Source: an optimization exercise on an open RTL-to-GDS flow (aim: small area, a short achievable clock period and few clock cycles per item). Production flows keep margins and buffers that such runs may drop. No functional check of the RTL was part of any run shown here.

===== flow/flow/synth.tcl =====
proc synth {args} { yosys synth -nofsm -noshare {*}$args }
proc abc {args} {
  set i [lsearch $args -script]
  set args [lreplace $args $i [expr {$i + 1}] -script @ABC_SCRIPT@]
  yosys abc {*}$args
}
source $::env(SCRIPTS_DIR)/synth.tcl
# left out here: clear keep_hierarchy, flatten, clean up, hide names made inside functions, write 1_2_yosys.v

===== flow/design.v =====
module aes_sbox (
    input  wire [7:0] a,
    output wire [7:0] y
);
    wire [17:0] mid;
    aes_sbox_top u_top (.a(a), .m(mid));
    aes_sbox_bot u_bot (.m(mid), .y(y));
endmodule
module aes_sbox_top (
    input  wire [7:0]  a,
    output wire [17:0] m
);
    wire U0, U1, U2, U3, U4, U5, U6, U7;
    wire T1, T2, T3, T4, T5, T6, T7, T8, T9, T10, T11, T12, T13, T14, T15, T16, T17, T18, T19, T20, T21, T22, T23, T24, T25, T26, T27;
    wire M1, M2, M3, M4, M5, M6, M7, M8, M9, M10, M11, M12, M13, M14, M15, M16, M17, M18, M19, M20, M21, M22, M23, M24, M25, M26, M27, M28, M29, M30, M31, M32, M33, M34, M35, M36, M37, M38, M39, M40, M41, M42, M43, M44, M45, M46, M47, M48, M49, M50, M51, M52, M53, M54, M55, M56, M57, M58, M59, M60, M61, M62, M63;
    assign {U0, U1, U2, U3, U4, U5, U6, U7} = a;
    assign T1 = U0 ^ U3;
    assign T2 = U0 ^ U5;
    assign T3 = U0 ^ U6;
    assign T4 = U3 ^ U5;
    assign T5 = U4 ^ U6;
    assign T6 = T1 ^ T5;
    assign T7 = U1 ^ U2;
    assign T8 = U7 ^ T6;
    assign T9 = U7 ^ T7;
    assign T10 = T6 ^ T7;
    assign T11 = U1 ^ U5;
    assign T12 = U2 ^ U5;
    assign T13 = T3 ^ T4;
    assign T14 = T6 ^ T11;
    assign T15 = T5 ^ T11;
    assign T16 = T5 ^ T12;
    assign T17 = T9 ^ T16;
    assign T18 = U3 ^ U7;
    assign T19 = T7 ^ T18;
    assign T20 = T1 ^ T19;
    assign T21 = U6 ^ U7;
    assign T22 = T7 ^ T21;
    assign T23 = T2 ^ T22;
    assign T24 = T2 ^ T10;
    assign T25 = T20 ^ T17;
    assign T26 = T3 ^ T16;
    assign T27 = T1 ^ T12;
    assign M1 = T13 & T6;
    assign M2 = T23 & T8;
    assign M3 = T14 ^ M1;
    assign M4 = T19 & U7;
    assign M5 = M4 ^ M1;
    assign M6 = T3 & T16;
    assign M7 = T22 & T9;
    assign M8 = T26 ^ M6;
    assign M9 = T20 & T17;
    assign M10 = M9 ^ M6;
    assign M11 = T1 & T15;
    assign M12 = T4 & T27;
    assign M13 = M12 ^ M11;
    assign M14 = T2 & T10;
    assign M15 = M14 ^ M11;
    assign M16 = M3 ^ M2;
    assign M17 = M5 ^ T24;
    assign M18 = M8 ^ M7;
    assign M19 = M10 ^ M15;
    assign M20 = M16 ^ M13;
    assign M21 = M17 ^ M15;
    assign M22 = M18 ^ M13;
    assign M23 = M19 ^ T25;
    assign M24 = M22 ^ M23;
    assign M25 = M22 & M20;
    assign M26 = M21 ^ M25;
    assign M27 = M20 ^ M21;
    assign M28 = M23 ^ M25;
    assign M29 = M28 & M27;
    assign M30 = M26 & M24;
    assign M31 = M20 & M23;
    assign M32 = M27 & M31;
    assign M33 = M27 ^ M25;
    assign M34 = M21 & M22;
    assign M35 = M24 & M34;
    assign M36 = M24 ^ M25;
    assign M37 = M21 ^ M29;
    assign M38 = M32 ^ M33;
    assign M39 = M23 ^ M30;
    assign M40 = M35 ^ M36;
    assign M41 = M38 ^ M40;
    assign M42 = M37 ^ M39;
    assign M43 = M37 ^ M38;
    assign M44 = M39 ^ M40;
    assign M45 = M42 ^ M41;
    assign M46 = M44 & T6;
    assign M47 = M40 & T8;
    assign M48 = M39 & U7;
    assign M49 = M43 & T16;
    assign M50 = M38 & T9;
    assign M51 = M37 & T17;
    assign M52 = M42 & T15;
    assign M53 = M45 & T27;
    assign M54 = M41 & T10;
    assign M55 = M44 & T13;
    assign M56 = M40 & T23;
    assign M57 = M39 & T19;
    assign M58 = M43 & T3;
    assign M59 = M38 & T22;
    assign M60 = M37 & T20;
    assign M61 = M42 & T1;
    assign M62 = M45 & T4;
    assign M63 = M41 & T2;
    assign m = {M46, M47, M48, M49, M50, M51, M52, M53, M54, M55, M56, M57, M58, M59, M60, M61, M62, M63};
endmodule
module aes_sbox_bot (
    input  wire [17:0] m,
    output wire [7:0]  y
);
    wire M46, M47, M48, M49, M50, M51, M52, M53, M54, M55, M56, M57, M58, M59, M60, M61, M62, M63;
    wire L0, L1, L2, L3, L4, L5, L6, L7, L8, L9, L10, L11, L12, L13, L14, L15, L16, L17, L18, L19, L20, L21, L22, L23, L24, L25, L26, L27, L28, L29;
    wire S0, S1, S2, S3, S4, S5, S6, S7;
    assign {M46, M47, M48, M49, M50, M51, M52, M53, M54, M55, M56, M57, M58, M59, M60, M61, M62, M63} = m[17:0];
    assign L0 = M61 ^ M62;
    assign L1 = M50 ^ M56;
    assign L2 = M46 ^ M48;
    assign L3 = M47 ^ M55;
    assign L4 = M54 ^ M58;
    assign L5 = M49 ^ M61;
    assign L6 = M62 ^ L5;
    assign L7 = M46 ^ L3;
    assign L8 = M51 ^ M59;
    assign L9 = M52 ^ M53;
    assign L10 = M53 ^ L4;
    assign L11 = M60 ^ L2;
    assign L12 = M48 ^ M51;
    assign L13 = M50 ^ L0;
    assign L14 = M52 ^ M61;
    assign L15 = M55 ^ L1;
    assign L16 = M56 ^ L0;
    assign L17 = M57 ^ L1;
    assign L18 = M58 ^ L8;
    assign L19 = M63 ^ L4;
    assign L20 = L0 ^ L1;
    assign L21 = L1 ^ L7;
    assign L22 = L3 ^ L12;
    assign L23 = L18 ^ L2;
    assign L24 = L15 ^ L9;
    assign L25 = L6 ^ L10;
    assign L26 = L7 ^ L9;
    assign L27 = L8 ^ L10;
    assign L28 = L11 ^ L14;
    assign L29 = L11 ^ L17;
    assign S0 = L6 ^ L24;
    assign S1 = ~(L16 ^ L26);
    assign S2 = ~(L19 ^ L28);
    assign S3 = L6 ^ L21;
    assign S4 = L20 ^ L22;
    assign S5 = L25 ^ L29;
    assign S6 = ~(L13 ^ L27);
    assign S7 = ~(L6 ^ L23);
    assign y = {S0, S1, S2, S3, S4, S5, S6, S7};
endmodule
module cipher_aes_core (
    input  wire         clk,
    input  wire         rst,         
    input  wire         in_valid,
    output wire         in_ready,
    input  wire         in_key256,   
    input  wire [255:0] in_key,
    input  wire [127:0] in_block,
    output reg          out_valid,
    output reg  [127:0] out_block
);
    localparam integer MW = 18;    
    function [7:0] xtime(input [7:0] b);
        xtime = {b[6:0], 1'b0} ^ (b[7] ? 8'h1b : 8'h00);
    endfunction
    reg          s_valid;
    reg          s_k256;
    reg  [3:0]   s_round;    
    reg  [7:0]   s_rcon;
    reg  [127:0] s_state;
    reg  [127:0] s_ka;
    reg  [127:0] s_kb;
    reg          m_valid;
    reg          m_k256;
    reg  [3:0]   m_round;
    reg  [7:0]   m_rcon;
    reg  [16*MW-1:0] m_state;    
    reg  [4*MW-1:0]  m_kx;       
    reg  [127:0] m_ka;
    reg  [127:0] m_kb;
    wire [16*MW-1:0] s_mid;
    wire [4*MW-1:0]  s_kmid;
    genvar gi;
    generate
        for (gi = 0; gi < 16; gi = gi + 1) begin : g_top
            aes_sbox_top u_top (.a(s_state[8*gi +: 8]), .m(s_mid[MW*gi +: MW]));
        end
        for (gi = 0; gi < 4; gi = gi + 1) begin : g_ktop
            aes_sbox_top u_top (.a(s_kb[8*gi +: 8]), .m(s_kmid[MW*gi +: MW]));
        end
    endgenerate
    wire m_final = m_k256 ? (m_round == 4'd13) : (m_round == 4'd9);
    wire [31:0] kx_s;
    generate
        for (gi = 0; gi < 4; gi = gi + 1) begin : g_kbot
            aes_sbox_bot u_bot (.m(m_kx[MW*gi +: MW]), .y(kx_s[8*gi +: 8]));
        end
    endgenerate
    wire kx_rot = !m_k256 || !m_round[0];
    wire [31:0] kx_t = kx_rot ? ({kx_s[23:0], kx_s[31:24]} ^ {m_rcon, 24'h000000}) : kx_s;
    wire [127:0] kx_base = m_k256 ? m_ka : m_kb;
    wire [31:0] kx_p0 = kx_base[127:96];
    wire [31:0] kx_p1 = kx_p0 ^ kx_base[95:64];
    wire [31:0] kx_p2 = kx_p1 ^ kx_base[63:32];
    wire [31:0] kx_p3 = kx_p2 ^ kx_base[31:0];
    wire [127:0] kx_next = {kx_p0 ^ kx_t, kx_p1 ^ kx_t, kx_p2 ^ kx_t, kx_p3 ^ kx_t};
    wire [31:0]  rk_rcon  = {m_rcon, 24'h000000};
    wire [127:0] rk_early = m_k256 ? m_kb : {kx_p0 ^ rk_rcon, kx_p1 ^ rk_rcon,
                                             kx_p2 ^ rk_rcon, kx_p3 ^ rk_rcon};
    wire [31:0]  rk_sub   = {kx_s[23:0], kx_s[31:24]} & {32{!m_k256}};
    wire [127:0] rkey     = rk_early ^ {4{rk_sub}};
    wire [127:0] sub;
    generate
        for (gi = 0; gi < 16; gi = gi + 1) begin : g_bot
            aes_sbox_bot u_bot (.m(m_state[MW*gi +: MW]), .y(sub[8*gi +: 8]));
        end
    endgenerate
    wire [127:0] shifted;
    generate
        for (gi = 0; gi < 16; gi = gi + 1) begin : g_shift
            localparam integer R = gi % 4;
            localparam integer C = gi / 4;
            localparam integer SRC = 4 * ((C + R) % 4) + R;
            assign shifted[127-8*gi -: 8] = sub[127-8*SRC -: 8];
        end
    endgenerate
    wire [127:0] round_out;
    generate
        for (gi = 0; gi < 4; gi = gi + 1) begin : g_mix
            wire [31:0] col = shifted[127-32*gi -: 32];
            wire [7:0] a0 = col[31:24];
            wire [7:0] a1 = col[23:16];
            wire [7:0] a2 = col[15:8];
            wire [7:0] a3 = col[7:0];
            wire [7:0] t = a0 ^ a1 ^ a2 ^ a3;
            wire [31:0] d = {t ^ xtime(a0 ^ a1), t ^ xtime(a1 ^ a2),
                             t ^ xtime(a2 ^ a3), t ^ xtime(a3 ^ a0)};
            assign round_out[127-32*gi -: 32] =
                (col ^ rkey[127-32*gi -: 32]) ^ (m_final ? 32'h00000000 : d);
        end
    endgenerate
    reg  ready;
    assign in_ready = ready;
    wire s_final = s_k256 ? (s_round == 4'd13) : (s_round == 4'd9);
    wire slot_free_next = !s_valid || s_final;
    wire no_pass_next = ready ? (!in_valid || !in_key256)
                              : (!m_valid || m_final || !m_k256 || (m_round >= 4'd3));
    always @(posedge clk) begin
        if (rst) begin
            ready     <= 1'b1;
            s_valid   <= 1'b0;
            m_valid   <= 1'b0;
            out_valid <= 1'b0;
        end else begin
            ready     <= slot_free_next && no_pass_next;
            s_valid   <= in_ready ? in_valid : (m_valid && !m_final);
            m_valid   <= s_valid;
            out_valid <= m_valid && m_final;
        end
    end
    always @(posedge clk) begin
        m_k256  <= s_k256;
        m_round <= s_round;
        m_rcon  <= s_rcon;
        m_state <= s_mid;
        m_kx    <= s_kmid;
        m_ka    <= s_ka;
        m_kb    <= s_kb;
        out_block <= round_out;
        if (ready) begin
            s_k256  <= in_key256;
            s_round <= 4'd0;
            s_rcon  <= 8'h01;
            s_state <= in_block ^ in_key[255:128];
            s_ka    <= in_key[255:128];
            s_kb    <= in_key256 ? in_key[127:0] : in_key[255:128];
        end else begin
            s_k256  <= m_k256;
            s_round <= m_round + 4'd1;
            s_rcon  <= kx_rot ? xtime(m_rcon) : m_rcon;
            s_state <= round_out;
            s_ka    <= m_kb;
            s_kb    <= kx_next;
        end
    end
endmodule

===== flow/flow/abc_map.script =====
strash
&get -n
&fraig -x
&put
scorr
dc2
strash
&get -n
&dch -f
&nf
&put
buffer -c
topo
stime -c
upsize -c
dnsize -c

===== flow/config.mk =====
export PLATFORM = sky130hd
export DESIGN_NAME = cipher_aes_core
export DESIGN_NICKNAME = cipher_aes_core
export VERILOG_FILES = /design/flow/design.v
export SDC_FILE = /design/flow/constraint.sdc
export NUM_CORES = 8
export LEC_CHECK = 0
export CAP_MARGIN = 20
export CORE_MARGIN = 2
export CORE_UTILIZATION = 40
export PLACE_DENSITY = 0.6
export SLEW_MARGIN = 20

===== flow/flow/params.sh =====
MAKE_ARGS=(SETUP_SLACK_MARGIN=5 "BUFFER_PORTS_ARGS=-buffer_cell sky130_fd_sc_hd__buf_2")

===== flow/constraint.sdc =====
create_clock -name core_clock -period 8.0 [get_ports {clk}]
set_input_delay 1.6000 -clock core_clock [delete_from_list [all_inputs] [get_ports {clk}]]
set_output_delay 1.6000 -clock core_clock [all_outputs]
set_load 0.01 [all_outputs]

===== flow/standard.sh =====
#!/bin/bash
# synth_recipe.tcl (not shown) runs the flow's synth.tcl, then flattens the netlist and writes it again
# the make line also repeats each setting of config.mk as NAME=value (left out here)
make -C /OpenROAD-flow-scripts/flow DESIGN_CONFIG=/design/flow/config.mk WORK_HOME=/design/flow/orfs CLKGATE_MAP_FILE= SYNTH_SCRIPT=/design/flow/synth_recipe.tcl "${@:-finish}"

===== flow/flow/run.sh =====
#!/bin/bash
# Layout flow: the standard flow (standard.sh), except that
#  - synthesis maps the logic with the ABC script flow/abc_map.script; the
#    registers are untouched, and the flow checks that the netlist has the
#    same flip-flops (names and cell types) as the standard synthesis, and
#    uses the standard netlist if not;
#  - the make variables in flow/params.sh are added (port buffer cell,
#    repair margins).
# Each tool's output goes to a log file in the work folder.
set -uo pipefail
W=$(pwd)
RES=$W/orfs/results/$FLOW_PLATFORM/cipher_aes_core/base
source flow/params.sh

# 1. the standard synthesis, for reference
bash standard.sh synth > std_synth.log 2>&1 || exit 1
cp $RES/1_2_yosys.v $W/std_1_2_yosys.v

# 2. our synthesis, in a work area of its own
sed -e "s#@ABC_SCRIPT@#$W/flow/abc_map.script#" flow/synth.tcl > $W/my_synth.tcl
make -C $FLOW_HOME DESIGN_CONFIG=$W/config.mk WORK_HOME=$W/mysyn CLKGATE_MAP_FILE= \
     SYNTH_SCRIPT=$W/my_synth.tcl synth > my_synth.log 2>&1
MYV=$W/mysyn/results/$FLOW_PLATFORM/cipher_aes_core/base/1_2_yosys.v

# 3. same registers?
regs() { grep -oE '^ *sky130_fd_sc_hd__[a-z0-9]*(df|dl)[a-z0-9_]* +[^ ]+' "$1" | sed -E 's/_[0-9]+ +/ /; s/^ *//' | sort; }
if [[ -s $MYV ]] && cmp -s <(regs $W/std_1_2_yosys.v) <(regs $MYV); then
  echo "own synthesis: registers match, using it" > synth_choice.log
  cp $MYV $RES/1_2_yosys.v
  touch $RES/1_2_yosys.v
else
  echo "own synthesis: registers differ or missing, using the standard netlist" > synth_choice.log
fi
regs $W/std_1_2_yosys.v | wc -l >> synth_choice.log
regs $MYV | wc -l >> synth_choice.log

# 4. the rest of the standard flow
bash standard.sh "${MAKE_ARGS[@]}" finish > std_flow.log 2>&1

==> results of run 1 <==
[routing by layer]
metal,up-vias,wire length (um),GRT usage [%]
met3,675,27200,8.23
met5,-,40,0
li1,23500,-,-
met2,2677,117000,47.4
met4,6,18300,16.9
met1,25800,103000,40.5
[flip-flops by register name, summed over array words and instances (netlist names), 72 cells and up]
register   flops
s_ka         128
s_kb         128
m_state      288
m_kb         128
m_kx          72
out_block    128
m_ka         128
s_state      128
[repair_timing]
| item | CTS | global route |
|---|---|---|
| cloned | 7 | 4 |
| resized for setup | 1238 | 1076 |
| setup buffers | 360 | 437 |
| endpoints found under the setup margin | 726 | 425 |
| pin swaps | 325 | 496 |
[area by class of cell]
| cell class | instances | area, um^2 | share of cell area (%) |
|---|---|---|---|
| Timing Repair Buffer | 1406 | 10500 | 11.3 |
| Clock inverter | 70 | 1140 | 1.22 |
| Multi-Input combinational cell | 4924 | 51500 | 55.2 |
| Sequential cell | 1158 | 23700 | 25.4 |
| Clock buffer | 167 | 3710 | 3.97 |
| Antenna cell | 7 | 17.5 | 0.0188 |
| Inverter | 44 | 168 | 0.180 |
| Tap cell | 2044 | 2560 | 2.74 |
[critical path: cells and delay by family (launching register included)]
| family | cells | cell delay (ns) |
|---|---|---|
| xor gates and xnor gates | 6 | 1.68 |
| adders and majority gates | 1 | 0.24 |
| and+or+nand+nor | 2 | 0.24 |
| AOI/OAI and AO/OA | 1 | 0.42 |
| DFF | 1 | 0.39 |
| buffers and inverters | 2 | 0.25 |
[final timing paths]
| path | startpoint | end | slack, ns |
|---|---|---|---|
| max | s_state[38] | m_state[82] | 4.69 |
| min | s_ka[28] | m_ka[28] | 0.31 |
| max reg2reg | s_state[38] | m_state[82] | 4.69 |
| min reg2reg | s_ka[28] | m_ka[28] | 0.31 |
[through the flow]
stage	instance area, um^2	util (%)	setup slack (ns)	hold WS, ns
3_3_place_gp	67800	44.0	3.76	0.310
2_1_floorplan	62900	-	4.92	0.310
4_1_cts	83200	54.0	4.78	0.303
5_1_grt	93300	60.6	4.56	0.315
3_5_place_dp	67800	44.0	3.67	0.312
6_report	93300	60.6	4.69	0.311
==> flow_metrics.env, run 1 <==
export IMPL_clk_path_buf_depth=3
export IMPL_first_pass_iters=5
export IMPL_wire_per_inst_um=27.1
export IMPL_grt_ovfl_total=0
export IMPL_area_growth_pct=50.3
export IMPL_wl_um=266000
export IMPL_worstSkewPairLatency_ns=0.80
export IMPL_ys_warnings_count=1
export IMPL_whs_path_depth=0
export IMPL_finalHoldViolCount=0
export IMPL_required_ns=8.70
export IMPL_postCtsHoldBufs=0
export IMPL_clock_skew_ns=0.0428
export IMPL_cp_start_kind="flip-flop"
export IMPL_rows=144
export IMPL_crit_slowest_cell="xnor3_2"
export IMPL_path_common_cell="xor2_2"
export IMPL_slowest_delay_ns=0.53
export IMPL_setup_viol=0
export IMPL_start_util_pct=40.3
export IMPL_crit_fanout=5
export IMPL_instances_no_fill=9820
export IMPL_layout_commonest_cell="dfxtp_1"
export IMPL_nNetsFinal=8096
export IMPL_relSlewSlack_pct=14.9
export IMPL_h_tree_depth=4
export IMPL_cts_clk_slew_worst_paths_ns=0.06
export IMPL_synth_area_mm2=0.0621
export IMPL_floorplan_die_width_um=398
export IMPL_finalCritPeriodShare_pct=41.4
export IMPL_n_fill_cell=11900
export IMPL_worstMarginPinSlew_ns=1.27
export IMPL_antenna_found_initial=18
export IMPL_dieArea_mm2=0.158
export IMPL_synth_area_per_cell_um2=9.81
export IMPL_via_count=52600
export IMPL_drc=0
export IMPL_root_buffer="clkbuf_16"
export IMPL_layout_common_cells="dfxtp_1, xnor2_1, buf_4"
export IMPL_status="timing/DRC/antenna clean"
export IMPL_cts_tree="done"
export IMPL_dp_cells=8768
export IMPL_r2r_cells=12
export IMPL_track_usage_pct=31.3
export IMPL_cp_arrival_ns=4.02
export IMPL_path_cells="xnor3_2, xor2_2, inv_2, ha_4, xor2_2, xnor2_2, buf_4, xnor2_4, nor2_2, o32a_1, xor3_1, nor2_1"
export IMPL_worst_setup_path_end_kind="flip-flop"
export IMPL_clock_sinks=1158
export IMPL_synthCells=6330
export IMPL_maxCapViolations=0
export IMPL_timing_fmax_mhz=302
export IMPL_port_buffers=517
export IMPL_finalMaxSlewViolations=0
export IMPL_grt_max_degree=157
export IMPL_vias_per_cell=5.36
export IMPL_grt_pass1_wl_um=354000
export IMPL_drt_iter0_drc=5150
export IMPL_fp_dieH_um=398
export IMPL_hp_class="flip-flop to flip-flop"
export IMPL_path_class="flip-flop to flip-flop"
export IMPL_fin_tns_setup_ns=0
export IMPL_antenna_left=0
export IMPL_synth_nets=6760
export IMPL_hpwl_um=195000
export IMPL_ios=518
export IMPL_period_needed_ns=3.31
export IMPL_final_layout_size_suffix_gt1_share_pct=47.0
export IMPL_cts_made_buffers=132
export IMPL_core_area_mm2=0.154
export IMPL_gp_congestion=1.01
export IMPL_grt_pass1_vias=49700
export IMPL_rsz0062_at_grt="true"
==> inputs of run 2 (changes only) <==
--- a/flow/design.v
+++ b/flow/design.v
@@ -3,5 +3,5 @@
     output wire [7:0] y
 );
-    wire [17:0] mid;
+    wire [11:0] mid;
     aes_sbox_top u_top (.a(a), .m(mid));
     aes_sbox_bot u_bot (.m(mid), .y(y));
@@ -9,9 +9,9 @@
 module aes_sbox_top (
     input  wire [7:0]  a,
-    output wire [17:0] m
+    output wire [11:0] m
 );
     wire U0, U1, U2, U3, U4, U5, U6, U7;
     wire T1, T2, T3, T4, T5, T6, T7, T8, T9, T10, T11, T12, T13, T14, T15, T16, T17, T18, T19, T20, T21, T22, T23, T24, T25, T26, T27;
-    wire M1, M2, M3, M4, M5, M6, M7, M8, M9, M10, M11, M12, M13, M14, M15, M16, M17, M18, M19, M20, M21, M22, M23, M24, M25, M26, M27, M28, M29, M30, M31, M32, M33, M34, M35, M36, M37, M38, M39, M40, M41, M42, M43, M44, M45, M46, M47, M48, M49, M50, M51, M52, M53, M54, M55, M56, M57, M58, M59, M60, M61, M62, M63;
+    wire M1, M2, M3, M4, M5, M6, M7, M8, M9, M10, M11, M12, M13, M14, M15, M16, M17, M18, M19, M20, M21, M22, M23, M24, M25, M26, M27, M28, M29, M30, M31, M32, M33, M34, M35, M36, M37, M38, M39, M40;
     assign {U0, U1, U2, U3, U4, U5, U6, U7} = a;
     assign T1 = U0 ^ U3;
@@ -82,4 +82,42 @@
     assign M39 = M23 ^ M30;
     assign M40 = M35 ^ M36;
+    assign m = {M37, M38, M39, M40, T6, T8, T16, T9, T13, T23, T3, T22};
+endmodule
+module aes_sbox_bot (
+    input  wire [11:0] m,
+    output wire [7:0]  y
+);
+    wire M37, M38, M39, M40;
+    wire T1, T2, T3, T4, T6, T8, T9, T10, T13, T15, T16, T17, T19, T20, T22, T23, T27, U7;
+    wire M41, M42, M43, M44, M45, M46, M47, M48, M49, M50, M51, M52, M53, M54, M55, M56, M57, M58, M59, M60, M61, M62, M63;
+    wire L0, L1, L2, L3, L4, L5, L6, L7, L8, L9, L10, L11, L12, L13, L14, L15, L16, L17, L18, L19, L20, L21, L22, L23, L24, L25, L26, L27, L28, L29;
+    wire S0, S1, S2, S3, S4, S5, S6, S7;
+    assign {M37, M38, M39, M40} = m[11:8];
+    wire b_T6 = m[7];
+    wire b_T8 = m[6];
+    wire b_T16 = m[5];
+    wire b_T9 = m[4];
+    wire b_T13 = m[3];
+    wire b_T23 = m[2];
+    wire b_T3 = m[1];
+    wire b_T22 = m[0];
+    assign T1 = b_T13 ^ b_T23 ^ b_T3 ^ b_T22;
+    assign T2 = b_T23 ^ b_T22;
+    assign T3 = b_T3;
+    assign T4 = b_T13 ^ b_T3;
+    assign T6 = b_T6;
+    assign T8 = b_T8;
+    assign T9 = b_T9;
+    assign T10 = b_T8 ^ b_T9;
+    assign T13 = b_T13;
+    assign T15 = b_T6 ^ b_T8 ^ b_T16 ^ b_T9;
+    assign T16 = b_T16;
+    assign T17 = b_T16 ^ b_T9;
+    assign T19 = b_T13 ^ b_T23;
+    assign T20 = b_T3 ^ b_T22;
+    assign T22 = b_T22;
+    assign T23 = b_T23;
+    assign T27 = b_T6 ^ b_T16;
+    assign U7 = b_T6 ^ b_T8;
     assign M41 = M38 ^ M40;
     assign M42 = M37 ^ M39;
@@ -105,14 +143,4 @@
     assign M62 = M45 & T4;
     assign M63 = M41 & T2;
-    assign m = {M46, M47, M48, M49, M50, M51, M52, M53, M54, M55, M56, M57, M58, M59, M60, M61, M62, M63};
-endmodule
-module aes_sbox_bot (
-    input  wire [17:0] m,
-    output wire [7:0]  y
-);
-    wire M46, M47, M48, M49, M50, M51, M52, M53, M54, M55, M56, M57, M58, M59, M60, M61, M62, M63;
-    wire L0, L1, L2, L3, L4, L5, L6, L7, L8, L9, L10, L11, L12, L13, L14, L15, L16, L17, L18, L19, L20, L21, L22, L23, L24, L25, L26, L27, L28, L29;
-    wire S0, S1, S2, S3, S4, S5, S6, S7;
-    assign {M46, M47, M48, M49, M50, M51, M52, M53, M54, M55, M56, M57, M58, M59, M60, M61, M62, M63} = m[17:0];
     assign L0 = M61 ^ M62;
     assign L1 = M50 ^ M56;
@@ -166,5 +194,5 @@
     output reg  [127:0] out_block
 );
-    localparam integer MW = 18;    
+    localparam integer MW = 12;    
     function [7:0] xtime(input [7:0] b);
         xtime = {b[6:0], 1'b0} ^ (b[7] ? 8'h1b : 8'h00);
@@ -211,9 +239,5 @@
     wire [31:0] kx_p3 = kx_p2 ^ kx_base[31:0];
     wire [127:0] kx_next = {kx_p0 ^ kx_t, kx_p1 ^ kx_t, kx_p2 ^ kx_t, kx_p3 ^ kx_t};
-    wire [31:0]  rk_rcon  = {m_rcon, 24'h000000};
-    wire [127:0] rk_early = m_k256 ? m_kb : {kx_p0 ^ rk_rcon, kx_p1 ^ rk_rcon,
-                                             kx_p2 ^ rk_rcon, kx_p3 ^ rk_rcon};
-    wire [31:0]  rk_sub   = {kx_s[23:0], kx_s[31:24]} & {32{!m_k256}};
-    wire [127:0] rkey     = rk_early ^ {4{rk_sub}};
+    wire [127:0] rkey = m_k256 ? m_kb : kx_next;
     wire [127:0] sub;
     generate
@@ -243,5 +267,5 @@
                              t ^ xtime(a2 ^ a3), t ^ xtime(a3 ^ a0)};
             assign round_out[127-32*gi -: 32] =
-                (col ^ rkey[127-32*gi -: 32]) ^ (m_final ? 32'h00000000 : d);
+                col ^ (m_final ? 32'h00000000 : d) ^ rkey[127-32*gi -: 32];
         end
     endgenerate
==> flow/flow/abc_map.script (replaced) <==
strash
dc2
&get -n
&dch -f
&nf -R 1000
&put
buffer -c
topo
stime -c
upsize -c
dnsize -c
==> flow/flow/params.sh (replaced) <==
MAKE_ARGS=(SETUP_SLACK_MARGIN=4.5 "BUFFER_PORTS_ARGS=-buffer_cell sky130_fd_sc_hd__buf_2")
==> run 2 against run 1 <==
Effect of this change:
- still clean on timing, DRC and antenna
- non-clock buffer count is 290 lower
- first-iteration DRC count shrank 23%
- via count decreased by 12%
- global-route usage decreased by 3.6 points
- synthesized area fell by 7.8%
- worst setup slack worse by 0.41 ns
- register-to-register slack got worse by 0.41 ns
- final area is 12% lower
==> flow_metrics.env, run 2 <==
export IMPL_fp_dieH_um=382
export IMPL_worst_path_stages=20
export IMPL_grt_ovfl_total=0
export IMPL_finalHoldViolCount=0
export IMPL_reg2reg_to="s_state[62]"
export IMPL_postCtsHoldBufs=0
export IMPL_synth_nets=6498
export IMPL_fin_tns_setup_ns=0
export IMPL_final_layout_size_suffix_gt1_share_pct=38.0
export IMPL_antenna_found_initial=11
export IMPL_cts_clk_slew_worst_paths_ns=0.06
export IMPL_n_fill_cell=11400
export IMPL_start_util_pct=40.4
export IMPL_h_tree_depth=3
export IMPL_nNetsFinal=7553
export IMPL_vias_per_cell=5.08
export IMPL_grt_pass1_vias=44300
export IMPL_grt_busiest_layer="met2"
export IMPL_r2r_slack_ns=4.27
export IMPL_via_count=46300
export IMPL_endpoint="s_state[62]"
export IMPL_ys_warnings_count=1
export IMPL_rsz0062_at_grt="true"
export IMPL_maxCapViolations=0
export IMPL_cp_arrival_ns=4.38
export IMPL_finalMaxSlewViolations=0
export IMPL_largest_reg_flops=192
export IMPL_period_needed_ns=3.73
export IMPL_clock_skew_ns=0.0594
export IMPL_root_buffer="clkbuf_16"
export IMPL_path_buf_inv=5
export IMPL_cp_start_kind="flip-flop"
export IMPL_multi_input_area_mm2=0.0461
export IMPL_synth_area_mm2=0.0573
export IMPL_status="timing/DRC/antenna clean"
export IMPL_path_cells="xnor2_4, xor2_2, nand2_2, xor2_4, buf_12, buf_4, xor2_2, xnor2_2, buf_4, a221oi_4, xor2_2, buf_6, xor2_4, buf_12, xor2_4, nor2_4, a21oi_4, xnor2_2, nand2_1, o21ai_1"
export IMPL_crit_slowest_cell="dfxtp_2"
export IMPL_layout_common_cells="xnor2_1, dfxtp_1, xor2_1"
export IMPL_grtUsageMet3_pct=3.74
export IMPL_grt_max_degree=175
export IMPL_first_pass_iters=6
export IMPL_layout_commonest_cell="xnor2_1"
export IMPL_cts_made_buffers=112
export IMPL_worstSetupStartpoint="m_kx[34]"
export IMPL_dp_slack_ns=3.19
export IMPL_core_area_mm2=0.142
export IMPL_cts_tree="done"
export IMPL_gp_congestion=0.942
export IMPL_relSlewSlack_pct=27.2
export IMPL_rows=138
export IMPL_worstSkewPairLatency_ns=0.76
export IMPL_r2r_start="m_kx[34]"
export IMPL_slowest_delay_ns=0.42
export IMPL_seqCellArea_mm2=0.0211
export IMPL_port_buffers=517
export IMPL_grt_pass1_wl_um=296000
export IMPL_drc=0
export IMPL_crit_fanout=4
export IMPL_required_ns=8.65
export IMPL_wire_per_inst_um=24.0
export IMPL_setup_viol=0
export IMPL_met2_usage_pct=43.8
export IMPL_clk_path_buf_depth=3
export IMPL_track_usage_pct=27.6
export IMPL_synth_area_per_cell_um2=9.43
export IMPL_antenna_left=0
export IMPL_finalCritPeriodShare_pct=46.6
export IMPL_ios=518
export IMPL_hp_class="flip-flop to flip-flop"
export IMPL_grtUsageMet1_pct=37.8
export IMPL_hpwl_um=164000
export IMPL_wl_um=218000
export IMPL_drt_iter0_drc=3946
export IMPL_timing_fmax_mhz=268
export IMPL_synthCells=6068
export IMPL_worstMarginPinSlew_ns=1.08
export IMPL_path_class="flip-flop to flip-flop"
export IMPL_dieArea_mm2=0.146
export IMPL_clock_sinks=1038
export IMPL_worst_setup_path_end_kind="flip-flop"
export IMPL_setup_slack_ns=4.27
export IMPL_path_delay_family="XOR/XNOR gates"
export IMPL_r2r_cells=20
export IMPL_floorplan_die_width_um=382
export IMPL_area_growth_pct=43.0
export IMPL_regMostFlops="m_state"
==> run 2: what timing repair did <==
| item | 4_1_cts | 5_1_grt |
|---|---|---|
| gates cloned | 2 | 0 |
| buffers inserted | 240 | 326 |
| resized for setup | 806 | 920 |
| pin swaps | 238 | 459 |
| endpoints found under the setup margin | 322 | 234 |
==> run 2: worst min-delay path by stage <==
| stage | from | endpoint | slack, ns | cells past startpoint |
|---|---|---|---|---|
| 2_1_floorplan | s_ka[0] | m_ka[0] | 0.31 | 0 |
| 3_3_place_gp | s_ka[13] | m_ka[13] | 0.31 | 0 |
| 3_5_place_dp | s_ka[103] | m_ka[103] | 0.31 | 0 |
| 4_1_cts | s_ka[100] | m_ka[100] | 0.30 | 0 |
| 5_1_grt | s_ka[100] | m_ka[100] | 0.30 | 0 |
| 6_report | s_ka[100] | m_ka[100] | 0.30 | 0 |
==> run 2: layout make-up <==
cell class                      count  area share (%)
Multi-Input combinational cell   4781            56.3
Inverter                           74           0.342
Tap cell                         1890            2.89
Sequential cell                  1038            25.8
Clock buffer                      148            3.83
Antenna cell                        7          0.0214
Clock inverter                     53           0.853
Timing Repair Buffer             1116            9.99
==> run 2: through the flow <==
| stage | instances | hold slack [ns] | util, % | cell area [um^2] |
|---|---|---|---|---|
| after floorplan | 6068 | 0.310 | - | 57300 |
| after global placement | 8331 | 0.310 | 43.6 | 61800 |
| after detailed placement | 8331 | 0.312 | 43.6 | 61800 |
| after CTS | 8774 | 0.297 | 51.8 | 73400 |
| after global routing | 9100 | 0.303 | 57.8 | 81900 |
| final | 9107 | 0.296 | 57.8 | 81900 |
==> run 2: metal layers <==
| layer | share of wire (%) | vias to the layer above |
|---|---|---|
| li1 | - | 21400 |
| met5 | 0 | - |
| met1 | 42 | 22800 |
| met3 | 6.9 | 370 |
| met2 | 46 | 1755 |
| met4 | 5.2 | 0 |
==> inputs of run 3 (changes only) <==
--- a/flow/design.v
+++ b/flow/design.v
@@ -256,16 +256,22 @@
     endgenerate
     wire [127:0] round_out;
+    wire [127:0] final_out = shifted ^ rkey;
     generate
         for (gi = 0; gi < 4; gi = gi + 1) begin : g_mix
             wire [31:0] col = shifted[127-32*gi -: 32];
+            wire [31:0] rk  = rkey[127-32*gi -: 32];
             wire [7:0] a0 = col[31:24];
             wire [7:0] a1 = col[23:16];
             wire [7:0] a2 = col[15:8];
             wire [7:0] a3 = col[7:0];
-            wire [7:0] t = a0 ^ a1 ^ a2 ^ a3;
-            wire [31:0] d = {t ^ xtime(a0 ^ a1), t ^ xtime(a1 ^ a2),
-                             t ^ xtime(a2 ^ a3), t ^ xtime(a3 ^ a0)};
-            assign round_out[127-32*gi -: 32] =
-                col ^ (m_final ? 32'h00000000 : d) ^ rkey[127-32*gi -: 32];
+            wire [7:0] p01 = a0 ^ a1;
+            wire [7:0] p12 = a1 ^ a2;
+            wire [7:0] p23 = a2 ^ a3;
+            wire [7:0] p30 = a3 ^ a0;
+            assign round_out[127-32*gi -: 32] = {
+                (p23 ^ xtime(p01)) ^ (a1 ^ rk[31:24]),
+                (p30 ^ xtime(p12)) ^ (a2 ^ rk[23:16]),
+                (p01 ^ xtime(p23)) ^ (a3 ^ rk[15:8]),
+                (p12 ^ xtime(p30)) ^ (a0 ^ rk[7:0])};
         end
     endgenerate
@@ -297,5 +303,5 @@
         m_ka    <= s_ka;
         m_kb    <= s_kb;
-        out_block <= round_out;
+        out_block <= final_out;
         if (ready) begin
             s_k256  <= in_key256;
==> flow/flow/params.sh (replaced) <==
MAKE_ARGS=(SETUP_SLACK_MARGIN=4.5 "BUFFER_PORTS_ARGS=-buffer_cell sky130_fd_sc_hd__buf_1" "CTS_ARGS=-sink_clustering_enable -repair_clock_nets -dont_use_dummy_load -sink_clustering_size 20 -buf_list {sky130_fd_sc_hd__clkbuf_4 sky130_fd_sc_hd__clkbuf_8}")
--- a/flow/config.mk
+++ b/flow/config.mk
@@ -6,7 +6,7 @@
 export NUM_CORES = 8
 export LEC_CHECK = 0
-export CAP_MARGIN = 20
+export CAP_MARGIN = 10
 export CORE_MARGIN = 2
 export CORE_UTILIZATION = 40
 export PLACE_DENSITY = 0.6
-export SLEW_MARGIN = 20
+export SLEW_MARGIN = 10
==> run 3 against run 2 <==
Effect of this change:
- register-to-register slack got worse by 0.08 ns
- worst setup slack lost 0.076 ns
- critical endpoint is now s_state[31]
- wire length shrank 5.3%
- clock-buffer cell count rose by 30
- die area increased by 0.42%
- critical path depth down 5
- sequential share of layout area is 3.2 points higher
- flip-flop and latch count unchanged
- still clean on timing, DRC and antenna
==> flow_metrics.env, run 3 <==
export IMPL_status="timing/DRC/antenna clean"
export IMPL_track_usage_pct=27.0
export IMPL_worstMarginPinSlew_ns=1.03
export IMPL_root_buffer="clkbuf_8"
export IMPL_finalMaxSlewViolations=0
export IMPL_cts_clk_slew_worst_paths_ns=0.06
export IMPL_vias_per_cell=5.01
export IMPL_area_growth_pct=25.6
export IMPL_path_delay_family="XOR/XNOR gates"
export IMPL_nNetsFinal=7365
export IMPL_rows=139
export IMPL_period_needed_ns=3.80
export IMPL_path_cells="nand2_1, xor2_2, xor2_1, xnor2_2, xnor2_4, nor2_1, a221o_2, xnor2_4, xnor2_4, xor2_4, xor2_2, mux2i_2, xnor2_1, xnor2_1, o21ai_1"
export IMPL_finalCritPeriodShare_pct=47.5
export IMPL_dieArea_mm2=0.147
export IMPL_regMostFlops="m_state"
export IMPL_clock_sinks=1038
export IMPL_drc=0
export IMPL_clk_path_buf_depth=3
export IMPL_cts_made_buffers=178
export IMPL_finalHoldViolCount=0
export IMPL_final_util_pct=50.4
export IMPL_hp_class="flip-flop to flip-flop"
export IMPL_setup_viol=0
export IMPL_grt_pass1_wl_um=288000
export IMPL_rsz0062_at_grt="true"
export IMPL_synthCells=6073
export IMPL_final_layout_size_suffix_gt1_share_pct=18.5
export IMPL_gp_congestion=0.976
export IMPL_worstSetupStartpoint="m_kx[34]"
export IMPL_synth_area_per_cell_um2=9.47
export IMPL_drt_iter0_drc=3102
export IMPL_grt_pass1_vias=43200
export IMPL_worst_setup_path_end_kind="flip-flop"
export IMPL_clock_skew_ns=0.102
export IMPL_cts_tree="done"
export IMPL_hpwl_um=164000
export IMPL_seqCellArea_mm2=0.0209
export IMPL_first_pass_iters=8
export IMPL_via_count=44300
export IMPL_maxCapViolations=0
export IMPL_worstSkewPairLatency_ns=0.94
export IMPL_multi_input_area_mm2=0.0412
export IMPL_synth_area_mm2=0.0575
export IMPL_relSlewSlack_pct=31.5
export IMPL_cp_start_kind="flip-flop"
export IMPL_crit_fanout=4
export IMPL_path_buf_inv=0
export IMPL_min_from="s_kb[44]"
export IMPL_start_util_pct=40.2
export IMPL_grt_max_degree=198
export IMPL_required_ns=8.73
export IMPL_timing_fmax_mhz=263
export IMPL_layout_common_cells="xnor2_1, dfxtp_1, xor2_1"
export IMPL_cp_arrival_ns=4.53
export IMPL_r2r_start="m_kx[34]"
export IMPL_fp_dieH_um=383
export IMPL_core_area_mm2=0.143
export IMPL_largest_reg_flops=192
export IMPL_ios=518
export IMPL_h_tree_depth=4
export IMPL_port_buffers=517
export IMPL_n_fill_cell=13100
export IMPL_antenna_found_initial=17
export IMPL_floorplan_die_width_um=383
export IMPL_path_class="flip-flop to flip-flop"
export IMPL_wl_um=207000
export IMPL_fin_tns_setup_ns=0
export IMPL_crit_slowest_cell="dfxtp_4"
export IMPL_path_common_cell="xnor2_4"
export IMPL_slowest_delay_ns=0.41
export IMPL_layout_commonest_cell="xnor2_1"
export IMPL_antenna_left=0
export IMPL_wire_per_inst_um=23.4
export IMPL_synth_nets=6503
export IMPL_grt_ovfl_total=0
export IMPL_ys_warnings_count=1
run 3: layout make-up:
type                       instances  share of cell area, %
multi-input combinational       4787                   57.0
sequential                      1038                   28.9
inverter                          82                  0.433
tap                             1903                   3.30
timing repair buffer             848                   6.89
clock buffer                     178                   3.39
antenna                            6                 0.0208
run 3: worst paths after layout:
check	to	slack, ns	depth (start not counted)
worst max-delay path	s_state[31]	4.20	15
worst min-delay path	m_kb[44]	0.27	0
worst max register to register	s_state[31]	4.20	15
worst min register to register	m_kb[44]	0.27	0
run 3: worst reg2reg max path: cells and delay by family, from the launching register on:
| family | cells | cell delay, ns |
|---|---|---|
| simple gates | 2 | 0.23 |
| flops | 1 | 0.41 |
| xor+xnor | 10 | 2.30 |
| mux | 1 | 0.22 |
| compound gates | 2 | 0.45 |
run 3: what timing repair did:
action                                  CTS  global route
pin swaps                               141           163
buffers inserted                        121           176
hold buffers                              0             0
endpoints found under the setup margin  297           216
resized for setup                       498           400
run 3: stage by stage:
stage	instance area (um^2)	hold WS (ns)	worst slack (ns)	instances
3_3_place_gp	61500	0.310	3.26	8361
4_1_cts	68200	0.263	4.25	8660
3_5_place_dp	61500	0.312	3.23	8361
5_1_grt	72200	0.277	4.07	8838
6_report	72200	0.273	4.20	8842
2_1_floorplan	57500	0.310	4.57	6073
run 3: layer usage:
layer | global-route usage [%] | share of wire (%) | vias up
met3 | 5.06 | 6.7 | 362
met5 | 0 | 0.025 | -
met2 | 42.7 | 45 | 1568
met1 | 35.7 | 43 | 21400
met4 | 12.2 | 4.9 | 8
li1 | - | - | 20900
==> inputs of run 4 (changes only) <==
--- a/flow/design.v
+++ b/flow/design.v
@@ -3,5 +3,5 @@
     output wire [7:0] y
 );
-    wire [11:0] mid;
+    wire [17:0] mid;
     aes_sbox_top u_top (.a(a), .m(mid));
     aes_sbox_bot u_bot (.m(mid), .y(y));
@@ -9,9 +9,9 @@
 module aes_sbox_top (
     input  wire [7:0]  a,
-    output wire [11:0] m
+    output wire [17:0] m
 );
     wire U0, U1, U2, U3, U4, U5, U6, U7;
     wire T1, T2, T3, T4, T5, T6, T7, T8, T9, T10, T11, T12, T13, T14, T15, T16, T17, T18, T19, T20, T21, T22, T23, T24, T25, T26, T27;
-    wire M1, M2, M3, M4, M5, M6, M7, M8, M9, M10, M11, M12, M13, M14, M15, M16, M17, M18, M19, M20, M21, M22, M23, M24, M25, M26, M27, M28, M29, M30, M31, M32, M33, M34, M35, M36, M37, M38, M39, M40;
+    wire M1, M2, M3, M4, M5, M6, M7, M8, M9, M10, M11, M12, M13, M14, M15, M16, M17, M18, M19, M20, M21, M22, M23, M24, M25, M26, M27, M28, M29, M30, M31, M32, M33, M34, M35, M36, M37, M38, M39, M40, M41, M42, M43, M44, M45, M46, M47, M48, M49, M50, M51, M52, M53, M54, M55, M56, M57, M58, M59, M60, M61, M62, M63;
     assign {U0, U1, U2, U3, U4, U5, U6, U7} = a;
     assign T1 = U0 ^ U3;
@@ -82,42 +82,4 @@
     assign M39 = M23 ^ M30;
     assign M40 = M35 ^ M36;
-    assign m = {M37, M38, M39, M40, T6, T8, T16, T9, T13, T23, T3, T22};
-endmodule
-module aes_sbox_bot (
-    input  wire [11:0] m,
-    output wire [7:0]  y
-);
-    wire M37, M38, M39, M40;
-    wire T1, T2, T3, T4, T6, T8, T9, T10, T13, T15, T16, T17, T19, T20, T22, T23, T27, U7;
-    wire M41, M42, M43, M44, M45, M46, M47, M48, M49, M50, M51, M52, M53, M54, M55, M56, M57, M58, M59, M60, M61, M62, M63;
-    wire L0, L1, L2, L3, L4, L5, L6, L7, L8, L9, L10, L11, L12, L13, L14, L15, L16, L17, L18, L19, L20, L21, L22, L23, L24, L25, L26, L27, L28, L29;
-    wire S0, S1, S2, S3, S4, S5, S6, S7;
-    assign {M37, M38, M39, M40} = m[11:8];
-    wire b_T6 = m[7];
-    wire b_T8 = m[6];
-    wire b_T16 = m[5];
-    wire b_T9 = m[4];
-    wire b_T13 = m[3];
-    wire b_T23 = m[2];
-    wire b_T3 = m[1];
-    wire b_T22 = m[0];
-    assign T1 = b_T13 ^ b_T23 ^ b_T3 ^ b_T22;
-    assign T2 = b_T23 ^ b_T22;
-    assign T3 = b_T3;
-    assign T4 = b_T13 ^ b_T3;
-    assign T6 = b_T6;
-    assign T8 = b_T8;
-    assign T9 = b_T9;
-    assign T10 = b_T8 ^ b_T9;
-    assign T13 = b_T13;
-    assign T15 = b_T6 ^ b_T8 ^ b_T16 ^ b_T9;
-    assign T16 = b_T16;
-    assign T17 = b_T16 ^ b_T9;
-    assign T19 = b_T13 ^ b_T23;
-    assign T20 = b_T3 ^ b_T22;
-    assign T22 = b_T22;
-    assign T23 = b_T23;
-    assign T27 = b_T6 ^ b_T16;
-    assign U7 = b_T6 ^ b_T8;
     assign M41 = M38 ^ M40;
     assign M42 = M37 ^ M39;
@@ -143,4 +105,14 @@
     assign M62 = M45 & T4;
     assign M63 = M41 & T2;
+    assign m = {M46, M47, M48, M49, M50, M51, M52, M53, M54, M55, M56, M57, M58, M59, M60, M61, M62, M63};
+endmodule
+module aes_sbox_bot (
+    input  wire [17:0] m,
+    output wire [7:0]  y
+);
+    wire M46, M47, M48, M49, M50, M51, M52, M53, M54, M55, M56, M57, M58, M59, M60, M61, M62, M63;
+    wire L0, L1, L2, L3, L4, L5, L6, L7, L8, L9, L10, L11, L12, L13, L14, L15, L16, L17, L18, L19, L20, L21, L22, L23, L24, L25, L26, L27, L28, L29;
+    wire S0, S1, S2, S3, S4, S5, S6, S7;
+    assign {M46, M47, M48, M49, M50, M51, M52, M53, M54, M55, M56, M57, M58, M59, M60, M61, M62, M63} = m[17:0];
     assign L0 = M61 ^ M62;
     assign L1 = M50 ^ M56;
@@ -194,5 +166,5 @@
     output reg  [127:0] out_block
 );
-    localparam integer MW = 12;    
+    localparam integer MW = 18;    
     function [7:0] xtime(input [7:0] b);
         xtime = {b[6:0], 1'b0} ^ (b[7] ? 8'h1b : 8'h00);
@@ -211,5 +183,5 @@
     reg  [16*MW-1:0] m_state;    
     reg  [4*MW-1:0]  m_kx;       
-    reg  [127:0] m_ka;
+    reg  [127:0] m_kp;       
     reg  [127:0] m_kb;
     wire [16*MW-1:0] s_mid;
@@ -224,4 +196,13 @@
         end
     endgenerate
+    wire [127:0] s_kbase = s_k256 ? s_ka : s_kb;
+    wire         s_krot  = !s_k256 || !s_round[0];
+    wire [31:0]  s_krc   = s_krot ? {s_rcon, 24'h000000} : 32'h00000000;
+    wire [31:0]  s_kp01  = s_kbase[127:96] ^ s_kbase[95:64];
+    wire [31:0]  s_kp23  = s_kbase[63:32] ^ s_kbase[31:0];
+    wire [127:0] s_kpre  = {s_kbase[127:96] ^ s_krc,
+                            s_kp01 ^ s_krc,
+                            s_kp01 ^ s_kbase[63:32] ^ s_krc,
+                            s_kp01 ^ s_kp23 ^ s_krc};
     wire m_final = m_k256 ? (m_round == 4'd13) : (m_round == 4'd9);
     wire [31:0] kx_s;
@@ -232,11 +213,6 @@
     endgenerate
     wire kx_rot = !m_k256 || !m_round[0];
-    wire [31:0] kx_t = kx_rot ? ({kx_s[23:0], kx_s[31:24]} ^ {m_rcon, 24'h000000}) : kx_s;
-    wire [127:0] kx_base = m_k256 ? m_ka : m_kb;
-    wire [31:0] kx_p0 = kx_base[127:96];
-    wire [31:0] kx_p1 = kx_p0 ^ kx_base[95:64];
-    wire [31:0] kx_p2 = kx_p1 ^ kx_base[63:32];
-    wire [31:0] kx_p3 = kx_p2 ^ kx_base[31:0];
-    wire [127:0] kx_next = {kx_p0 ^ kx_t, kx_p1 ^ kx_t, kx_p2 ^ kx_t, kx_p3 ^ kx_t};
+    wire [31:0] kx_t = kx_rot ? {kx_s[23:0], kx_s[31:24]} : kx_s;
+    wire [127:0] kx_next = m_kp ^ {4{kx_t}};
     wire [127:0] rkey = m_k256 ? m_kb : kx_next;
     wire [127:0] sub;
@@ -260,18 +236,12 @@
         for (gi = 0; gi < 4; gi = gi + 1) begin : g_mix
             wire [31:0] col = shifted[127-32*gi -: 32];
-            wire [31:0] rk  = rkey[127-32*gi -: 32];
             wire [7:0] a0 = col[31:24];
             wire [7:0] a1 = col[23:16];
             wire [7:0] a2 = col[15:8];
             wire [7:0] a3 = col[7:0];
-            wire [7:0] p01 = a0 ^ a1;
-            wire [7:0] p12 = a1 ^ a2;
-            wire [7:0] p23 = a2 ^ a3;
-            wire [7:0] p30 = a3 ^ a0;
-            assign round_out[127-32*gi -: 32] = {
-                (p23 ^ xtime(p01)) ^ (a1 ^ rk[31:24]),
-                (p30 ^ xtime(p12)) ^ (a2 ^ rk[23:16]),
-                (p01 ^ xtime(p23)) ^ (a3 ^ rk[15:8]),
-                (p12 ^ xtime(p30)) ^ (a0 ^ rk[7:0])};
+            wire [7:0] t = a0 ^ a1 ^ a2 ^ a3;
+            wire [31:0] d = {t ^ xtime(a0 ^ a1), t ^ xtime(a1 ^ a2),
+                             t ^ xtime(a2 ^ a3), t ^ xtime(a3 ^ a0)};
+            assign round_out[127-32*gi -: 32] = final_out[127-32*gi -: 32] ^ d;
         end
     endgenerate
@@ -301,5 +271,5 @@
         m_state <= s_mid;
         m_kx    <= s_kmid;
-        m_ka    <= s_ka;
+        m_kp    <= s_kpre;
         m_kb    <= s_kb;
         out_block <= final_out;
--- a/flow/flow/run.sh
+++ b/flow/flow/run.sh
@@ -24,5 +24,5 @@
 
 # 3. same registers?
-regs() { grep -oE '^ *sky130_fd_sc_hd__[a-z0-9]*(df|dl)[a-z0-9_]* +[^ ]+' "$1" | sed -E 's/_[0-9]+ +/ /; s/^ *//' | sort; }
+regs() { grep -oE '^ *sky130_fd_sc_hd__(df|edf|sdf|sedf|dlx|dlr)[a-z0-9_]* +[^ ]+' "$1" | sed -E 's/_[0-9]+ +/ /; s/^ *//' | sort; }
 if [[ -s $MYV ]] && cmp -s <(regs $W/std_1_2_yosys.v) <(regs $MYV); then
   echo "own synthesis: registers match, using it" > synth_choice.log
==> run 4 against run 3 <==
Effect of this change:
- die area up 3.6%
- via count is 1.3% lower
- worst hold slack improved by 0.028 ns
- still clean
- non-clock buffer count fell by 219
- worst setup slack improved by 0.33 ns
- cell count shrank 2.4%
- synthesized area grew 3.6%
- synthesized cell count decreased by 0.21%
==> flow_metrics.env, run 4 <==
export IMPL_layout_commonest_cell="xnor2_1"
export IMPL_clock_skew_ns=0.131
export IMPL_period_needed_ns=3.48
export IMPL_dieArea_mm2=0.152
export IMPL_first_pass_iters=6
export IMPL_rsz0062_at_grt="true"
export IMPL_h_tree_depth=4
export IMPL_maxCapViolations=0
export IMPL_crit_fanout=59
export IMPL_clock_sinks=1158
export IMPL_ys_warnings_count=1
export IMPL_antenna_found_initial=18
export IMPL_vias_per_cell=5.06
export IMPL_track_usage_pct=27.6
export IMPL_antenna_left=0
export IMPL_required_ns=8.74
export IMPL_floorplan_die_width_um=390
export IMPL_core_area_mm2=0.148
export IMPL_nNetsFinal=7130
export IMPL_r2r_cells=10
export IMPL_worstMarginPinSlew_ns=1.21
export IMPL_finalCritPeriodShare_pct=43.4
export IMPL_relSlewSlack_pct=18.8
export IMPL_status="timing/DRC/antenna clean"
export IMPL_whs_path_depth=0
export IMPL_path_class="flip-flop to flip-flop"
export IMPL_hold_ws_ns=0.301
export IMPL_ios=518
export IMPL_synth_area_per_cell_um2=9.83
export IMPL_grt_max_degree=153
export IMPL_largest_reg_flops=288
export IMPL_cts_tree="done"
export IMPL_setup_viol=0
export IMPL_finalMaxSlewViolations=0
export IMPL_hold_end="m_kb[115]"
export IMPL_layout_common_cells="xnor2_1, dfxtp_1, xor2_1"
export IMPL_rows=141
export IMPL_worst_setup_path_end_kind="flip-flop"
export IMPL_n_fill_cell=14200
export IMPL_cp_arrival_ns=4.21
export IMPL_wl_um=217000
export IMPL_wire_per_inst_um=25.1
export IMPL_timing_fmax_mhz=288
export IMPL_worstSkewPairLatency_ns=0.96
export IMPL_cts_clk_slew_worst_paths_ns=0.07
export IMPL_cts_made_buffers=193
export IMPL_synth_nets=6490
export IMPL_fp_dieH_um=390
export IMPL_r2r_slack_ns=4.52
export IMPL_setup_slack_ns=4.52
export IMPL_grt_pass1_vias=43200
export IMPL_synthCells=6060
export IMPL_min_from="s_kb[115]"
export IMPL_area_growth_pct=16.3
export IMPL_postCtsHoldBufs=0
export IMPL_via_count=43700
export IMPL_hp_class="flip-flop to flip-flop"
export IMPL_fin_tns_setup_ns=0
export IMPL_final_layout_size_suffix_gt1_share_pct=14.5
export IMPL_hpwl_um=174000
export IMPL_finalHoldViolCount=0
export IMPL_r2r_start="m_k256"
export IMPL_start_util_pct=40.3
export IMPL_cp_start_kind="flip-flop"
export IMPL_grt_ovfl_total=0
export IMPL_synth_area_mm2=0.0596
export IMPL_regMostFlops="m_state"
export IMPL_dp_slack_ns=3.26
export IMPL_port_buffers=517
export IMPL_root_buffer="clkbuf_8"
export IMPL_drc=0
export IMPL_clk_path_buf_depth=3
export IMPL_gp_congestion=0.970
export IMPL_grt_pass1_wl_um=303000
export IMPL_drt_iter0_drc=3359
export IMPL_reg2reg_to="s_state[38]"
## run 4: worst max-delay path: stages, from the launching register on
cell and delay, ns:
dfxtp_4 0.53, buf_12 0.29, and2_1 0.23, buf_6 0.33, nand2_1 0.12, o21ai_2 0.35
xor2_1 0.64, o21ai_0 0.20, xor2_1 0.25, xnor2_1 0.15, o21ai_0 0.09
## run 4: final cells by class
class / instances / area [um^2] / area share (%)
Sequential cell: 1158 / 23300 / 33.6
Timing Repair Buffer: 629 / 2910 / 4.21
Multi-Input combinational cell: 4627 / 37700 / 54.3
Inverter: 91 / 342 / 0.493
Clock buffer: 193 / 2660 / 3.83
Tap cell: 1930 / 2410 / 3.49
Antenna cell: 4 / 10.0 / 0.0144
## run 4: timing repair
action | in CTS | in global routing
pin swaps | 7 | 38
setup buffers | 17 | 42
resized for setup | 124 | 268
endpoints found under the setup margin | 242 | 188
## run 4: how the worst max path moves through the flow
stage                           start            to  cells past startpoint
after floorplan           s_state[79]  m_state[179]                     14
after global placement         m_k256   s_state[33]                     10
after detailed placement       m_k256   s_state[33]                     10
after CTS                      m_k256   s_state[59]                     11
after global routing           m_k256   s_state[83]                     12
final                          m_k256   s_state[38]                     10
## run 4: layer usage
metal | vias up | global-route usage [%] | part of all wire (%)
met5 | - | 0 | 0.022
met4 | 8 | 12.8 | 5.6
met3 | 399 | 4.62 | 6.5
met2 | 1577 | 44.3 | 45
met1 | 21200 | 36.3 | 43
li1 | 20500 | - | -
## run 4: per-stage QoR
| step | utilization, % | cells | cell area (um^2) |
|---|---|---|---|
| 4_1_cts | 45.5 | 8586 | 67200 |
| 6_report | 46.9 | 8632 | 69300 |
| 3_5_place_dp | 43.1 | 8376 | 63700 |
| 2_1_floorplan | - | 6060 | 59600 |
| 5_1_grt | 46.9 | 8631 | 69300 |
| 3_3_place_gp | 43.1 | 8376 | 63700 |
==> inputs of run 5 (changes only) <==
==> flow/flow/params.sh (replaced) <==
MAKE_ARGS=(SETUP_SLACK_MARGIN=4.7 "BUFFER_PORTS_ARGS=-buffer_cell sky130_fd_sc_hd__buf_1" "CTS_ARGS=-sink_clustering_enable -repair_clock_nets -dont_use_dummy_load -sink_clustering_size 20 -buf_list {sky130_fd_sc_hd__clkbuf_4 sky130_fd_sc_hd__clkbuf_8}")
==> run 5 against run 4 <==
Effect of this change:
- still clean on timing, DRC and antenna
- synthesized area is the same
- final area increased by 4.7%
- register-to-register slack improved by 0.15 ns
- sequential share of layout area decreased by 1.3 points
- global-route usage grew 0.35 points
- critical path depth down 5
- critical endpoint is now m_kp[2]
- clock skew is essentially flat
- clock-buffer cell count unchanged
- non-clock buffer count grew 134
- synthesized cell count unchanged
==> flow_metrics.env, run 5 <==
export IMPL_path_class="flip-flop to flip-flop"
export IMPL_wl_um=221000
export IMPL_timing_fmax_mhz=301
export IMPL_rows=141
export IMPL_drc=0
export IMPL_synth_nets=6490
export IMPL_hp_class="flip-flop to flip-flop"
export IMPL_worstSetupStartpoint="s_k256"
export IMPL_relSlewSlack_pct=21.6
export IMPL_wire_per_inst_um=25.2
export IMPL_via_count=44700
export IMPL_cts_made_buffers=193
export IMPL_start_util_pct=40.3
export IMPL_fp_dieH_um=390
export IMPL_finalMaxSlewViolations=0
export IMPL_largest_reg_flops=288
export IMPL_synth_area_mm2=0.0596
export IMPL_path_common_cell="xnor2_1"
export IMPL_min_from="s_kb[115]"
export IMPL_required_ns=8.82
export IMPL_clock_sinks=1158
export IMPL_cts_clk_slew_worst_paths_ns=0.07
export IMPL_crit_fanout=40
export IMPL_area_growth_pct=21.8
export IMPL_layout_commonest_cell="xnor2_1"
export IMPL_clock_skew_ns=0.131
export IMPL_floorplan_die_width_um=390
export IMPL_reg2reg_to="m_kp[2]"
export IMPL_grt_pass1_vias=43900
export IMPL_root_buffer="clkbuf_8"
export IMPL_status="timing/DRC/antenna clean"
export IMPL_gp_congestion=0.970
export IMPL_first_pass_iters=6
export IMPL_vias_per_cell=5.09
export IMPL_final_layout_size_suffix_gt1_share_pct=19.6
export IMPL_cp_arrival_ns=4.14
export IMPL_maxCapViolations=0
export IMPL_regMostFlops="m_state"
export IMPL_worstMarginPinSlew_ns=1.14
export IMPL_setup_viol=0
export IMPL_finalHoldViolCount=0
export IMPL_r2r_slack_ns=4.67
export IMPL_cts_tree="done"
export IMPL_h_tree_depth=4
export IMPL_nNetsFinal=7264
export IMPL_worst_setup_path_end_kind="flip-flop"
export IMPL_r2r_start="s_k256"
export IMPL_grt_pass1_wl_um=307000
export IMPL_worstSkewPairLatency_ns=0.96
export IMPL_synthCells=6060
export IMPL_final_util_pct=49.1
export IMPL_period_needed_ns=3.33
export IMPL_cp_start_kind="flip-flop"
export IMPL_core_area_mm2=0.148
export IMPL_layout_common_cells="xnor2_1, dfxtp_1, xor2_1"
export IMPL_rsz0062_at_grt="true"
export IMPL_postCtsHoldBufs=0
export IMPL_path_cells="buf_6, mux2i_1, xor2_1, xnor2_1, xnor2_1"
export IMPL_slowest_delay_ns=0.82
export IMPL_hold_end="m_kb[115]"
export IMPL_whs_path_depth=0
export IMPL_grt_ovfl_total=0
export IMPL_hpwl_um=174000
export IMPL_dieArea_mm2=0.152
export IMPL_antenna_left=0
export IMPL_antenna_found_initial=17
export IMPL_r2r_cells=5
export IMPL_ios=518
export IMPL_track_usage_pct=28.0
export IMPL_crit_slowest_cell="xor2_1"
export IMPL_port_buffers=517
export IMPL_clk_path_buf_depth=3
export IMPL_fin_tns_setup_ns=0
export IMPL_grt_max_degree=153
export IMPL_ys_warnings_count=1
export IMPL_finalCritPeriodShare_pct=41.6
export IMPL_drt_iter0_drc=3367
export IMPL_synth_area_per_cell_um2=9.83
run 5: cell type report:
| cell class | instances | area [um^2] |
|---|---|---|
| Timing Repair Buffer | 763 | 4090 |
| Antenna cell | 7 | 17.5 |
| Multi-Input combinational cell | 4627 | 39600 |
| Sequential cell | 1158 | 23400 |
| Fill cell | 13800 | 75300 |
| Tap cell | 1930 | 2410 |
| Inverter | 91 | 342 |
| Clock buffer | 193 | 2660 |
run 5: routing by layer:
layer / up-vias / wire [um] / global-route usage [%]
li1: 20800 / - / -
met1: 21800 / 93400 / 36.7
met2: 1652 / 101000 / 45.0
met3: 393 / 14100 / 4.61
met4: 12 / 11600 / 12.9
met5: - / 85 / 0
run 5: how the worst max path moves through the flow:
stage | endpoint | slack, ns | cells after the start
detailed placement | s_state[33] | 3.26 | 10
CTS | s_state[68] | 4.61 | 9
finish | m_kp[2] | 4.67 | 5
global placement | s_state[33] | 3.30 | 10
floorplan | m_state[179] | 4.82 | 14
global route | s_state[79] | 4.59 | 9
run 5: worst max-delay path: cells and delay by family, from the launching register on:
| kind | cells | cell delay (ns) |
|---|---|---|
| xor gates and xnor gates | 3 | 1.44 |
| buffers and inverters | 1 | 0.53 |
| DFF | 1 | 0.68 |
| muxes | 1 | 0.52 |
run 5: timing repair:
| item | CTS | global route |
|---|---|---|
| pin swaps | 48 | 126 |
| hold endpoints to repair | 0 | 0 |
| endpoints found under the setup margin | 431 | 260 |
| resized for setup | 316 | 425 |
| cloned | 2 | 0 |
| setup buffers | 62 | 129 |
run 5: metrics by stage:
stage	setup slack [ns]	instance area, um^2	hold slack, ns	instances
floorplan	4.82	59600	0.322	6060
global placement	3.30	63700	0.331	8376
detailed placement	3.26	63700	0.335	8376
CTS	4.61	68900	0.307	8633
global route	4.59	72500	0.315	8765
finish	4.67	72600	0.303	8769

## separate check: timing with driven ports
Ports are ideal in the flow. The routed layouts listed here were re-timed in OpenROAD. Step 1 assumes that a clkbuf_16 drives the clock port and a buf_2 every other input. Step 2 times the ports against the registers' clock, not the clock port: input delays grow and output delays shrink by t, the midpoint of the rising clock arrivals with the driver on. Three values: ideal, step 1, step 2; two values: the first two.
run | t, ns | setup WS [ns] | hold WS [ns] | worst slew at a driven data input, ns
run 1 | 0.863 | 4.686 / 4.686 / 4.232 | 0.311 / 0.311 / 0.311 | 0.15
run 2 | 0.806 | 4.273 / 4.273 / 4.273 | 0.296 / 0.296 / 0.296 | 0.15
run 3 | 0.972 | 4.197 / 4.197 / 4.197 | 0.273 / 0.273 / 0.273 | 0.17
run 4 | 0.979 | 4.524 / 4.491 / 3.856 | 0.301 / 0.301 / 0.301 | 0.22
run 5 | 0.970 | 4.674 / 4.674 / 3.860 | 0.303 / 0.303 / 0.303 | 0.23
After both steps every run listed still meets setup and hold. The setup slack of run 5, which loses most, moves by 0.000 ns with the drivers and by -0.814 ns with both steps.
